From an optimization exercise on the open Yosys and OpenROAD flow, aimed at small area, a short achievable clock period and few clock cycles; shortcuts taken in it are not production practice. The RTL was checked by simulation tests, not by an equivalence proof against the original design.

--- flow/run.sh ---
#!/bin/bash
# synth_recipe.tcl (not shown) runs the flow's synth.tcl, then flattens the netlist and writes it again
# the make line also repeats each setting of config.mk as NAME=value (left out here)
make -C /OpenROAD-flow-scripts/flow DESIGN_CONFIG=/design/flow/config.mk WORK_HOME=/design/flow/orfs CLKGATE_MAP_FILE= SYNTH_SCRIPT=/design/flow/synth_recipe.tcl finish
--- flow/config.mk ---
export PLATFORM = sky130hd
export DESIGN_NAME = sha2_digest
export DESIGN_NICKNAME = sha2_digest
export VERILOG_FILES = /design/flow/design.v
export SDC_FILE = /design/flow/constraint.sdc
export NUM_CORES = 4
export LEC_CHECK = 0
export CAP_MARGIN = 40
export CORE_MARGIN = 2
export CORE_UTILIZATION = 45
export PLACE_DENSITY = 0.6
export SETUP_SLACK_MARGIN = 5
export SLEW_MARGIN = 40
export SYNTH_MEMORY_MAX_BITS = 16384
--- flow/constraint.sdc ---
create_clock -name core_clock -period 12.0 [get_ports {clk}]
set_input_delay 2.4000 -clock core_clock [delete_from_list [all_inputs] [get_ports {clk}]]
set_output_delay 2.4000 -clock core_clock [all_outputs]
set_load 0.01 [all_outputs]
--- flow/design.v ---
module sha2_digest (
  input  wire         clk,
  input  wire         rst,
  input  wire         in_valid,
  output wire         in_ready,
  input  wire [63:0]  in_data,
  input  wire [3:0]   in_alg,
  input  wire         in_last,
  input  wire [3:0]   in_nbytes,
  output reg          out_valid,
  output reg          out_err,
  output reg  [511:0] out_digest
);
  localparam [1:0] A_ERR = 2'd0, A_256 = 2'd1, A_384 = 2'd2, A_512 = 2'd3;
  function automatic [1:0] alg_code(input [3:0] alg);
    case (alg)
      4'h1:    alg_code = A_256;
      4'h2:    alg_code = A_384;
      4'h3:    alg_code = A_512;
      default: alg_code = A_ERR;
    endcase
  endfunction
  function automatic [63:0] kconst(input [6:0] t);
    case (t)
      7'd0: kconst = 64'h428a2f98d728ae22;
      7'd1: kconst = 64'h7137449123ef65cd;
      7'd2: kconst = 64'hb5c0fbcfec4d3b2f;
      7'd3: kconst = 64'he9b5dba58189dbbc;
      7'd4: kconst = 64'h3956c25bf348b538;
      7'd5: kconst = 64'h59f111f1b605d019;
      7'd6: kconst = 64'h923f82a4af194f9b;
      7'd7: kconst = 64'hab1c5ed5da6d8118;
      7'd8: kconst = 64'hd807aa98a3030242;
      7'd9: kconst = 64'h12835b0145706fbe;
      7'd10: kconst = 64'h243185be4ee4b28c;
      7'd11: kconst = 64'h550c7dc3d5ffb4e2;
      7'd12: kconst = 64'h72be5d74f27b896f;
      7'd13: kconst = 64'h80deb1fe3b1696b1;
      7'd14: kconst = 64'h9bdc06a725c71235;
      7'd15: kconst = 64'hc19bf174cf692694;
      7'd16: kconst = 64'he49b69c19ef14ad2;
      7'd17: kconst = 64'hefbe4786384f25e3;
      7'd18: kconst = 64'h0fc19dc68b8cd5b5;
      7'd19: kconst = 64'h240ca1cc77ac9c65;
      7'd20: kconst = 64'h2de92c6f592b0275;
      7'd21: kconst = 64'h4a7484aa6ea6e483;
      7'd22: kconst = 64'h5cb0a9dcbd41fbd4;
      7'd23: kconst = 64'h76f988da831153b5;
      7'd24: kconst = 64'h983e5152ee66dfab;
      7'd25: kconst = 64'ha831c66d2db43210;
      7'd26: kconst = 64'hb00327c898fb213f;
      7'd27: kconst = 64'hbf597fc7beef0ee4;
      7'd28: kconst = 64'hc6e00bf33da88fc2;
      7'd29: kconst = 64'hd5a79147930aa725;
      7'd30: kconst = 64'h06ca6351e003826f;
      7'd31: kconst = 64'h142929670a0e6e70;
      7'd32: kconst = 64'h27b70a8546d22ffc;
      7'd33: kconst = 64'h2e1b21385c26c926;
      7'd34: kconst = 64'h4d2c6dfc5ac42aed;
      7'd35: kconst = 64'h53380d139d95b3df;
      7'd36: kconst = 64'h650a73548baf63de;
      7'd37: kconst = 64'h766a0abb3c77b2a8;
      7'd38: kconst = 64'h81c2c92e47edaee6;
      7'd39: kconst = 64'h92722c851482353b;
      7'd40: kconst = 64'ha2bfe8a14cf10364;
      7'd41: kconst = 64'ha81a664bbc423001;
      7'd42: kconst = 64'hc24b8b70d0f89791;
      7'd43: kconst = 64'hc76c51a30654be30;
      7'd44: kconst = 64'hd192e819d6ef5218;
      7'd45: kconst = 64'hd69906245565a910;
      7'd46: kconst = 64'hf40e35855771202a;
      7'd47: kconst = 64'h106aa07032bbd1b8;
      7'd48: kconst = 64'h19a4c116b8d2d0c8;
      7'd49: kconst = 64'h1e376c085141ab53;
      7'd50: kconst = 64'h2748774cdf8eeb99;
      7'd51: kconst = 64'h34b0bcb5e19b48a8;
      7'd52: kconst = 64'h391c0cb3c5c95a63;
      7'd53: kconst = 64'h4ed8aa4ae3418acb;
      7'd54: kconst = 64'h5b9cca4f7763e373;
      7'd55: kconst = 64'h682e6ff3d6b2b8a3;
      7'd56: kconst = 64'h748f82ee5defb2fc;
      7'd57: kconst = 64'h78a5636f43172f60;
      7'd58: kconst = 64'h84c87814a1f0ab72;
      7'd59: kconst = 64'h8cc702081a6439ec;
      7'd60: kconst = 64'h90befffa23631e28;
      7'd61: kconst = 64'ha4506cebde82bde9;
      7'd62: kconst = 64'hbef9a3f7b2c67915;
      7'd63: kconst = 64'hc67178f2e372532b;
      7'd64: kconst = 64'hca273eceea26619c;
      7'd65: kconst = 64'hd186b8c721c0c207;
      7'd66: kconst = 64'heada7dd6cde0eb1e;
      7'd67: kconst = 64'hf57d4f7fee6ed178;
      7'd68: kconst = 64'h06f067aa72176fba;
      7'd69: kconst = 64'h0a637dc5a2c898a6;
      7'd70: kconst = 64'h113f9804bef90dae;
      7'd71: kconst = 64'h1b710b35131c471b;
      7'd72: kconst = 64'h28db77f523047d84;
      7'd73: kconst = 64'h32caab7b40c72493;
      7'd74: kconst = 64'h3c9ebe0a15c9bebc;
      7'd75: kconst = 64'h431d67c49c100d4c;
      7'd76: kconst = 64'h4cc5d4becb3e42b6;
      7'd77: kconst = 64'h597f299cfc657e2a;
      7'd78: kconst = 64'h5fcb6fab3ad6faec;
      7'd79: kconst = 64'h6c44198c4a475817;
      default: kconst = 64'h0;
    endcase
  endfunction
  function automatic [63:0] iv512(input [2:0] i);
    case (i)
      3'd0: iv512 = 64'h6a09e667f3bcc908;
      3'd1: iv512 = 64'hbb67ae8584caa73b;
      3'd2: iv512 = 64'h3c6ef372fe94f82b;
      3'd3: iv512 = 64'ha54ff53a5f1d36f1;
      3'd4: iv512 = 64'h510e527fade682d1;
      3'd5: iv512 = 64'h9b05688c2b3e6c1f;
      3'd6: iv512 = 64'h1f83d9abfb41bd6b;
      default: iv512 = 64'h5be0cd19137e2179;
    endcase
  endfunction
  function automatic [63:0] iv384(input [2:0] i);
    case (i)
      3'd0: iv384 = 64'hcbbb9d5dc1059ed8;
      3'd1: iv384 = 64'h629a292a367cd507;
      3'd2: iv384 = 64'h9159015a3070dd17;
      3'd3: iv384 = 64'h152fecd8f70e5939;
      3'd4: iv384 = 64'h67332667ffc00b31;
      3'd5: iv384 = 64'h8eb44a8768581511;
      3'd6: iv384 = 64'hdb0c2e0d64f98fa7;
      default: iv384 = 64'h47b5481dbefa4fa4;
    endcase
  endfunction
  function automatic [63:0] ivf(input [1:0] alg, input [2:0] i);
    reg [63:0] v;
    begin
      v = iv512(i);
      case (alg)
        A_256:   ivf = {32'b0, v[63:32]};
        A_384:   ivf = iv384(i);
        default: ivf = v;
      endcase
    end
  endfunction
  function automatic [63:0] kf(input c256, input [6:0] t);
    reg [63:0] v;
    begin
      v = kconst(t);
      kf = {v[63:32], c256 ? v[63:32] : v[31:0]};
    end
  endfunction
  function automatic [63:0] bswap64(input [63:0] x);
    bswap64 = {x[7:0], x[15:8], x[23:16], x[31:24],
               x[39:32], x[47:40], x[55:48], x[63:56]};
  endfunction
  function automatic [31:0] bswap32(input [31:0] x);
    bswap32 = {x[7:0], x[15:8], x[23:16], x[31:24]};
  endfunction
  function automatic [63:0] rotr64(input [63:0] x, input integer n);
    rotr64 = (x >> n) | (x << (64 - n));
  endfunction
  function automatic [31:0] rotr32(input [31:0] x, input integer n);
    rotr32 = (x >> n) | (x << (32 - n));
  endfunction
  function automatic [63:0] csa_s(input [63:0] x, input [63:0] y, input [63:0] z);
    csa_s = x ^ y ^ z;
  endfunction
  function automatic [63:0] csa_c(input [63:0] x, input [63:0] y, input [63:0] z);
    reg [63:0] m;
    begin
      m = (x & y) | (x & z) | (y & z);
      csa_c = {m[62:0], 1'b0};
    end
  endfunction
  localparam S_DATA = 1'b0, S_PAD = 1'b1;
  reg          in_state;
  reg          msg_start;      
  reg  [1:0]   cur_alg;        
  reg          first_blk;      
  reg  [31:0]  byte_len;       
  reg          mark_done;      
  reg          len_ok;         
  reg  [3:0]   pcnt;           
  reg          err_pend;       
  wire       first_word = (in_state == S_DATA) && msg_start;
  wire [1:0] word_alg   = first_word ? alg_code(in_alg) : cur_alg;
  wire       wide       = (word_alg != A_256);            
  wire [3:0] last_idx   = wide ? 4'd15 : 4'd7;           
  wire [3:0] len_idx    = wide ? 4'd14 : 4'd7;           
  wire [34:0] bit_len   = {byte_len, 3'b000};
  reg  [63:0] last_word;
  integer bi;
  always @* begin
    for (bi = 0; bi < 8; bi = bi + 1) begin
      if (bi < in_nbytes)
        last_word[8*bi +: 8] = in_data[8*bi +: 8];
      else if (bi == in_nbytes)
        last_word[8*bi +: 8] = 8'h80;
      else
        last_word[8*bi +: 8] = 8'h00;
    end
  end
  reg         pw_valid;
  reg  [63:0] pw;
  reg         pw_mark;         
  reg         pw_len;          
  always @* begin
    pw_valid = 1'b0;
    pw       = 64'h0;
    pw_mark  = 1'b0;
    pw_len   = 1'b0;
    if (in_state == S_DATA) begin
      pw_valid = in_valid && !err_pend && (word_alg != A_ERR);
      if (in_last) begin
        pw      = last_word;
        pw_mark = (in_nbytes < 4'd8);
      end else begin
        pw      = in_data;
      end
    end else begin
      pw_valid = 1'b1;
      if (!mark_done) begin
        pw      = 64'h80;
        pw_mark = 1'b1;
      end else if (len_ok && pcnt >= len_idx) begin
        if (pcnt == last_idx) begin
          pw     = bswap64({29'b0, bit_len});
          pw_len = 1'b1;
        end else begin
          pw     = 64'h0;            
        end
      end
    end
  end
  reg         busy;            
  reg  [6:0]  rc;              
  reg  [1:0]  c_alg;
  reg         c_first;
  reg         c_final;
  reg  [4:0]  wcnt;            
  reg         ldab;            
  reg  [3:0]  rot;             
  reg         stash_v;         
  reg         pk_q;            
  reg         pk_ok;           
  reg  [1:0]  nb_alg;          
  reg         nb_first;
  reg         nb_final;
  reg  [63:0] hs [0:7];        
  reg  [63:0] wv [0:7];        
  reg  [63:0] w  [0:15];       
  reg  [63:0] pre_a;           
  reg  [63:0] pre_e;           
  reg         c256;            
  reg  [6:0]  rk;              
  reg  [63:0] kreg;            
  reg         lr;              
  reg         r_m3;            
  reg         r_m2;
  reg         ldph;            
  wire idle_ld = !busy && (rot == 4'd0);
  wire slot   = (wcnt != 5'd16) && ((ldph && !ldab) || idle_ld);
  wire take_s = slot && stash_v;
  wire wnt    = slot && !stash_v;
  wire take_p = wnt && (busy ? pw_valid : (in_state == S_PAD || (pk_ok && !err_pend)));
  wire take   = take_s || take_p;
  wire idle_take = idle_ld && (wcnt != 5'd16) &&
                   (stash_v || in_state == S_PAD || (pk_ok && !err_pend));
  wire prep   = idle_ld && (wcnt == 5'd16);
  wire imm    = lr && take;                  
  wire start  = imm || prep;
  wire nb_final_now = nb_final || (take_p && pw_len);
  wire w256   = (word_alg == A_256);
  wire err_fire = err_pend && !busy && (wcnt == 5'd0) && (rot == 4'd0) && !stash_v;
  assign in_ready = (in_state == S_DATA) && !err_pend &&
                    ((wnt && (busy || pk_q)) || (!msg_start && cur_alg == A_ERR));
  wire accept = in_valid && in_ready;
  wire blk_done = take_p && (pcnt == last_idx);
  always @(posedge clk) begin
    if (rst) begin
      in_state  <= S_DATA;
      msg_start <= 1'b1;
      cur_alg   <= A_ERR;
      first_blk <= 1'b1;
      byte_len  <= 32'd0;
      mark_done <= 1'b0;
      len_ok    <= 1'b0;
      pcnt      <= 4'd0;
      err_pend  <= 1'b0;
    end else begin
      if (err_fire)
        err_pend <= 1'b0;
      if (accept) begin
        msg_start <= in_last;
        if (msg_start) begin
          cur_alg   <= word_alg;
          first_blk <= 1'b1;
          byte_len  <= in_last ? {28'd0, in_nbytes} : 32'd8;
          mark_done <= 1'b0;
          len_ok    <= 1'b0;
        end else begin
          byte_len  <= byte_len + (in_last ? {28'd0, in_nbytes} : 32'd8);
        end
        if (in_last) begin
          if (word_alg == A_ERR)
            err_pend <= 1'b1;
          else
            in_state <= S_PAD;
        end
      end
      if (take_p) begin
        if (pw_mark) begin
          mark_done <= 1'b1;
          len_ok    <= blk_done || (pcnt < len_idx);
        end else if (blk_done && mark_done) begin
          len_ok    <= 1'b1;
        end
        if (blk_done) begin
          pcnt      <= 4'd0;
          first_blk <= 1'b0;
          if (pw_len)
            in_state <= S_DATA;
        end else begin
          pcnt      <= pcnt + 4'd1;
        end
      end
    end
  end
  always @(posedge clk) begin
    if (rst) begin
      busy     <= 1'b0;
      rc       <= 7'd0;
      c_alg    <= A_ERR;
      c256     <= 1'b0;
      rk       <= 7'd0;
      lr       <= 1'b0;
      r_m3     <= 1'b0;
      r_m2     <= 1'b0;
      ldph     <= 1'b0;
      c_first  <= 1'b0;
      c_final  <= 1'b0;
      wcnt     <= 5'd0;
      ldab     <= 1'b0;
      rot      <= 4'd0;
      stash_v  <= 1'b0;
      nb_alg   <= A_ERR;
      nb_first <= 1'b0;
      nb_final <= 1'b0;
      pk_q     <= 1'b0;
      pk_ok    <= 1'b0;
    end else begin
      pk_q  <= in_valid && !accept;
      pk_ok <= in_valid && !accept &&
               (msg_start ? (alg_code(in_alg) != A_ERR) : (cur_alg != A_ERR));
      if (take_p) begin
        stash_v <= w256;
        if (pcnt == 4'd0) begin
          nb_alg   <= word_alg;
          nb_first <= first_word || first_blk;
          nb_final <= 1'b0;
        end
        if (pw_len)
          nb_final <= 1'b1;
      end else if (take_s) begin
        stash_v <= 1'b0;
      end
      if (ldph && !ldab && wnt && !pw_valid)
        ldab <= 1'b1;
      if (!busy && rot != 4'd0)
        rot <= rot - 4'd1;
      if (start)
        wcnt <= 5'd0;
      else if (take)
        wcnt <= wcnt + 5'd1;
      lr   <= 1'b0;
      r_m3 <= 1'b0;
      r_m2 <= 1'b0;
      ldph <= 1'b0;
      if (start) begin
        busy    <= 1'b1;
        rc      <= 7'd0;
        rk      <= 7'd2;
        c_alg   <= nb_alg;
        c256    <= (nb_alg == A_256);
        c_first <= nb_first;
        c_final <= nb_final_now;
        ldab    <= 1'b0;
        nb_first <= 1'b0;
      end else if (lr) begin
        busy    <= 1'b0;
        ldab    <= 1'b0;
        rot     <= wcnt[3:0];
      end else if (busy) begin
        rc      <= rc + 7'd1;
        rk      <= rk + 7'd1;
        lr      <= (rc == (c256 ? 7'd62 : 7'd78));
        r_m2    <= (rc == (c256 ? 7'd61 : 7'd77));
        r_m3    <= (rc == (c256 ? 7'd60 : 7'd76));
        ldph    <= (rc >= (c256 ? 7'd47 : 7'd63));
      end
    end
  end
  reg  [63:0] s0, s1, ch, maj, ws0, ws1;
  always @* begin
    s1  = rotr64(wv[4], 14) ^ rotr64(wv[4], 18) ^ rotr64(wv[4], 41);
    s0  = rotr64(wv[0], 28) ^ rotr64(wv[0], 34) ^ rotr64(wv[0], 39);
    ws0 = rotr64(w[1], 1) ^ rotr64(w[1], 8) ^ (w[1] >> 7);
    ws1 = rotr64(w[14], 19) ^ rotr64(w[14], 61) ^ (w[14] >> 6);
    if (c256) begin
      s1[31:0]  = rotr32(wv[4][31:0], 6) ^ rotr32(wv[4][31:0], 11) ^ rotr32(wv[4][31:0], 25);
      s0[31:0]  = rotr32(wv[0][31:0], 2) ^ rotr32(wv[0][31:0], 13) ^ rotr32(wv[0][31:0], 22);
      ws0[31:0] = rotr32(w[1][31:0], 7) ^ rotr32(w[1][31:0], 18) ^ (w[1][31:0] >> 3);
      ws1[31:0] = rotr32(w[14][31:0], 17) ^ rotr32(w[14][31:0], 19) ^ (w[14][31:0] >> 10);
    end
    ch  = (wv[4] & wv[5]) ^ (~wv[4] & wv[6]);
    maj = (wv[0] & wv[1]) ^ (wv[0] & wv[2]) ^ (wv[1] & wv[2]);
  end
  reg  [63:0] hx4;             
  wire [63:0] e1s = csa_s(s1, ch, pre_e);
  wire [63:0] e1c = csa_c(s1, ch, pre_e);
  wire [63:0] e2s = csa_s(e1s, e1c, hx4);
  wire [63:0] e2c = csa_c(e1s, e1c, hx4);
  wire [63:0] new_e = e2s + e2c;
  wire [63:0] a1s = csa_s(ch, maj, pre_a);
  wire [63:0] a1c = csa_c(ch, maj, pre_a);
  wire [63:0] a2s = csa_s(s1, s0, a1s);
  wire [63:0] a2c = csa_c(s1, s0, a1s);
  wire [63:0] a3s = csa_s(a2s, a2c, a1c);
  wire [63:0] a3c = csa_c(a2s, a2c, a1c);
  wire [63:0] new_a = a3s + a3c;
  wire [63:0] w1s = csa_s(ws1, w[9], ws0);
  wire [63:0] w1c = csa_c(ws1, w[9], ws0);
  wire [63:0] w2s = csa_s(w1s, w1c, w[0]);
  wire [63:0] w2c = csa_c(w1s, w1c, w[0]);
  wire [63:0] new_w = w2s + w2c;
  wire [2:0]  hk_a = r_m3 ? 3'd3 : r_m2 ? 3'd2 : 3'd1;
  wire [63:0] opA  = c_first ? ivf(c_alg, hk_a) : hs[hk_a];
  wire [63:0] opE  = c_first ? ivf(c_alg, hk_a + 3'd4) : hs[hk_a + 3'd4];
  wire [63:0] addA = opA + wv[0];
  wire [63:0] addE = opE + wv[4];
  wire        rnext = busy && !lr;
  wire [63:0] pre_h = rnext ? wv[6] : (nb_first ? ivf(nb_alg, 3'd7) : hs[7]);
  wire [63:0] pre_d = rnext ? wv[2] : (nb_first ? ivf(nb_alg, 3'd3) : hs[3]);
  wire [63:0] pre_w = busy ? w[1] : w[0];
  wire [63:0] pre_k = rnext ? kreg : kf(nb_alg == A_256, 7'd0);
  wire [63:0] hxa = r_m2 ? (c_first ? ivf(c_alg, 3'd0) : hs[0]) : 64'h0;
  wire [63:0] p1s = csa_s(pre_h, pre_w, pre_k);
  wire [63:0] p1c = csa_c(pre_h, pre_w, pre_k);
  wire [63:0] pas = csa_s(p1s, p1c, hxa);
  wire [63:0] pac = csa_c(p1s, p1c, hxa);
  wire [63:0] p2s = csa_s(p1s, p1c, pre_d);
  wire [63:0] p2c = csa_c(p1s, p1c, pre_d);
  wire [31:0] lw_lo = stash_v ? w[15][63:32] :
                      w256 ? bswap32(pw[31:0]) : bswap32(pw[63:32]);
  wire [31:0] lw_hi = w256 ? bswap32(pw[63:32]) : bswap32(pw[31:0]);
  integer i;
  always @(posedge clk) begin
    pre_a <= pas + pac;
    pre_e <= p2s + p2c;
    hx4   <= r_m2 ? (c_first ? ivf(c_alg, 3'd4) : hs[4]) : 64'h0;
    kreg <= start ? kf(nb_alg == A_256, 7'd1) : kf(c256, rk);
    if (busy || (rot != 4'd0) || idle_take) begin
      for (i = 0; i < 15; i = i + 1)
        w[i] <= w[i+1];
      if (busy && !ldph)
        w[15] <= new_w;
      else if (!busy && rot != 4'd0)
        w[15] <= w[0];
      else
        w[15] <= {lw_hi, lw_lo};
    end
    if (r_m3) begin
      hs[3] <= addA;
      hs[7] <= addE;
    end
    if (r_m2) begin
      hs[2] <= addA;
      hs[6] <= addE;
    end
    if (lr) begin
      hs[1] <= addA;
      hs[5] <= addE;
      hs[0] <= new_a;
      hs[4] <= new_e;
    end
    if ((lr || prep) && nb_first) begin
      for (i = 0; i < 8; i = i + 1)
        wv[i] <= ivf(nb_alg, i);
    end else if (lr) begin
      wv[0] <= new_a;
      wv[1] <= addA;
      wv[2] <= hs[2];
      wv[3] <= hs[3];
      wv[4] <= new_e;
      wv[5] <= addE;
      wv[6] <= hs[6];
      wv[7] <= hs[7];
    end else if (prep) begin
      for (i = 0; i < 8; i = i + 1)
        wv[i] <= hs[i];
    end else begin
      wv[0] <= new_a;
      wv[1] <= wv[0];
      wv[2] <= wv[1];
      wv[3] <= wv[2];
      wv[4] <= new_e;
      wv[5] <= wv[4];
      wv[6] <= wv[5];
      wv[7] <= wv[6];
    end
  end
  reg om256, omw, om512;       
  always @(posedge clk) begin
    if (rst) begin
      out_valid <= 1'b0;
      out_err   <= 1'b0;
      om256     <= 1'b0;
      omw       <= 1'b0;
      om512     <= 1'b0;
    end else begin
      out_valid <= (lr && c_final) || err_fire;
      if (lr && c_final) begin
        out_err <= 1'b0;
        om256   <= c256;
        omw     <= !c256;
        om512   <= (c_alg == A_512);
      end else if (err_fire) begin
        out_err <= 1'b1;
        om256   <= 1'b0;
        omw     <= 1'b0;
        om512   <= 1'b0;
      end
    end
  end
  integer di;
  always @* begin
    for (di = 0; di < 8; di = di + 1) begin
      if (di < 4)
        out_digest[64*di +: 64] =
          ({64{om256}} & {bswap32(hs[2*di+1][31:0]), bswap32(hs[2*di][31:0])}) |
          ({64{omw}}   & bswap64(hs[di]));
      else if (di < 6)
        out_digest[64*di +: 64] = {64{omw}} & bswap64(hs[di]);
      else
        out_digest[64*di +: 64] = {64{om512}} & bswap64(hs[di]);
    end
  end
endmodule
==> summary.txt <==
Drt
  – WL per Instance: ~45 um
  – Vias per cell: 6.959
  – Final ANT Viol Nets: 0
  – DRC viols: 0
  – Drt pass-1 iters: 10
  – DRT iter0 DRCs: approximately 25000
  – Vias: approximately 130k
  – Drt total wl: 864100 um

Worst setup path
  – FF-to-FF path depth: 18
  – Critical-path cell with the highest stage delay: dfxtp_2
  – Buf/Inv on CP: 2
  – Crit Path Max Fanout: 6
  – CP endpoint kind: flop
  – Crit Path Class: reg2reg
  – Reg2Reg Setup Slack: roughly 4.8 ns
  – Critical Path Max Stage Delay: 0.68 ns
  – CP arrival: about 8.0 ns
  – RR Endpoint: wv[4][63]
  – Cells along the critical path: xor2_1 > xnor2_1 > o21ai_1 > fa_1 > inv_1 > fa_1 > inv_1 > ha_1 > nand2_1 > o21ai_4 > o21ai_1 > a21oi_1 > o311ai_1 > a21oi_1 > a221oi_2 > o311ai_1 > mux2i_1 > nor2_1
  – Startpoint Class: flop
  – Delay-heaviest family, CP: compound AO/OA/AOI/OAI gates
  – Reg-to-Reg Start: wv[4][40]
  – Worst Path Required: 12.82 ns

Global routing
  – Met3 Usage GRT: 0.2735
  – GRT Overall Usage: 0.5199
  – Met2 usage: 0.6436
  – Grt ovf: 0
  – GRT met1 Usage: 0.6780
  – Most Used Layer, Global Route: met1
  – Largest net degree at the start of global routing: 210
  – Initial antenna violation count: 123
  – First-pass GRT wire length: 1116000 um
  – Number of global-route vias before repair: around 120k

Die
  – Starting Density: 0.4518
  – Die height: around 570 um
  – Ports: a little under 600
  – Horiz. Die Dim: ~570 um
  – Core ar.: 314700 um^2
  – Rows: between 200 and 250
  – Die area: 320500 um^2

Clocking
  – CTS Buffer Depth: 4
  – CTS Sinks: about 2300
  – Clock root cell: clkbuf_16
  – CTS clk-pin slew, worst paths: 0.06 ns
  – TritonCTS clock tree: yes
  – H-tree levels: 5
  – Cts hold-fix bufs: 0
  – Total CTS buffers: 263
  – Clock latency on the worst-skew pair: approximately 0.97 ns

Cells and area
  – Utilization after layout: 0.5226
  – Register area: 60870 um^2
  – Multi-input logic area: 75800 um^2
  – Final #Nets: 15746
  – Area Overhead vs Synth: 15.66%
  – Layout cell share with drive strength beyond 1: 0.09343
  – Fillers: 28540

Yosys
  – Mean Syn Cell Area: around 10 um^2
  – Top-count cell post-synth: edfxtp_1
  – Yosys top cell area share: 0.3244
  – Syn Nets: approximately 15000
  – Synthesized instance count: around 14000
  – Ys async rst share: 0
  – Top post-synthesis cells by area: edfxtp_1, dfxtp_1, fa_1, xnor2_1, ha_1
  – Post-synthesis register bit count: about 2300
  – Number of synthesized flops with an enable pin: between 1500 and 2000
  – Yosys cell types: between 100 and 150
  – Warnings from Yosys: 4
  – Synth area leader: edfxtp_1
  – Synth Cell Area: 142200 um^2
  – Top cells by count, synth: edfxtp_1, a21oi_1, nand2_1
  – Top FF cell, synth: edfxtp_1
  – Post-synthesis sequential area ratio: 0.4271

Timing
  – Tmin final: 7.177 ns
  – Fmax: about 140 MHz
  – Final Cycle Share: 0.5981
  – Slew Viols, Final: 0
  – Fin. Hold Viols: 0
  – Unrepaired setup endpoints after global routing: yes
  – Setup violators final: 0
  – Worst Max-Slew Pin Slew: about 1.1 ns
  – Clock Skews: around 0.085 ns
  – Slew HR: 0.2616

Place
  – GPL Wtd Cong: 1.206
  – Post-DP HPWL: ~680000 um
  – Port bufs: 590

Hold path
  – Hold Crit Class: reg2reg
  – Hold_sp: w[8][33]
  – Min-Delay Path Depth: 0
  – WHS Endpoint: w[7][33]

Flow run
  – Maxcap violations: 0

Outcome
  – Status: timing/DRC/antenna clean
==> through the flow <==
step           hold slack, ns   TNS, ns  instance area (um^2)  setup slack, ns  std cells
2_1_floorplan          0.4003  -6465.70                142300           -6.314      14272
3_3_place_gp           0.4002         0                153000            3.433      18385
3_5_place_dp           0.4045         0                154100            4.267      18409
4_1_cts                0.3763         0                163300            5.002      18895
5_1_grt                0.3858         0                164300            4.920      18923
6_report               0.3855         0                164500            4.823      19000
==> cells in the final DEF (no fill, tap or decap), drive strengths merged, types with 68 or more instances in the layout <==
cell / n
a211oi: 111
a21o: 356
a21oi: 1217
a221o: 71
a221oi: 116
a22o: 294
a31oi: 180
and2: 335
and3: 121
buf: 456
clkbuf: 334
clkdlybuf4s50: 589
clkinv: 98
dfxtp: 730
diode: 81
edfxtp: 1536
fa: 637
ha: 489
inv: 911
mux2i: 223
nand2: 1194
nand2b: 68
nand3: 215
nand4: 109
nor2: 906
nor2b: 84
nor3: 145
o211ai: 101
o21a: 95
o21ai: 983
o21bai: 93
o22ai: 75
xnor2: 815
xor2: 342
==> layout make-up <==
type	instances	area share
Multi-Input combinational cell	10068	0.4609
Sequential cell	2266	0.3701
Timing Repair Buffer	1049	0.06094
Clock buffer	330	0.04327
Tap cell	4160	0.03165
Inverter	896	0.02063
Clock inverter	150	0.01128
Antenna cell	81	0.001232
==> worst max path at each step <==
stage	start	endpoint	depth (start not counted)
floorplan	wcnt[0]	w[0][0]	7
global placement	r_m3	wv[5][59]	19
detailed placement	busy	pre_e[41]	21
CTS	nb_alg[0]	pre_e[57]	22
global route	r_m2	pre_a[62]	20
finish	wv[4][40]	wv[4][63]	18
==> cell families after synthesis <==
kind of cell,synth area share
AOI/OAI and AO/OA,0.1886
and+or+nand+nor,0.1071
DFF,0.4271
buffers and inverters,0.05125
xor gates and xnor gates,0.07126
adders and majority gates,0.1328
muxes,0.02180
==> state kept, by name, indices dropped and copies added, names as in the netlist, 4 cells and up <==
signal / flops
pre_a: 64
wv: 384
rc: 7
kreg: 64
wcnt: 5
hs: 512
pcnt: 4
rk: 7
w: 1024
byte_len: 32
hx4: 64
pre_e: 64
rot: 4
==> per-layer routing <==
layer	wire (um)	share of wire
met1	323300	0.37
met2	314600	0.36
met3	149200	0.17
met4	76010	0.088
met5	1026	0.0012
==> what timing repair did <==
action,in CTS,in global routing
gates resized for setup,38,83
setup buffers,6,3
gates cloned,0,3
endpoints found under the setup margin,161,119
pin swaps,1,1
Testbench counts, summed over its fixed seeds: cycles 74,399.

-- separate check: timing with driven ports --
Ports are ideal in the flow. The routed layout listed here was re-timed in OpenROAD. Step 1, drivers: a clkbuf_16 drives clk and a buf_2 each remaining input, both assumed. Step 2, shift: input delay + t, output delay - t, t = (earliest + latest rising clock arrival at the registers) / 2. This alone moves slack from input paths to output paths. a / b / c = ideal / step 1 / step 2; a / b = the first two.
t (ns): 1.047
slack for setup (ns): 4.823 / 4.823 / 4.248
worst setup path after step 2: input to register
After both steps this run still meets setup and hold. The setup slack of this run moves by 0.000 ns with the drivers and by -0.575 ns with both steps.
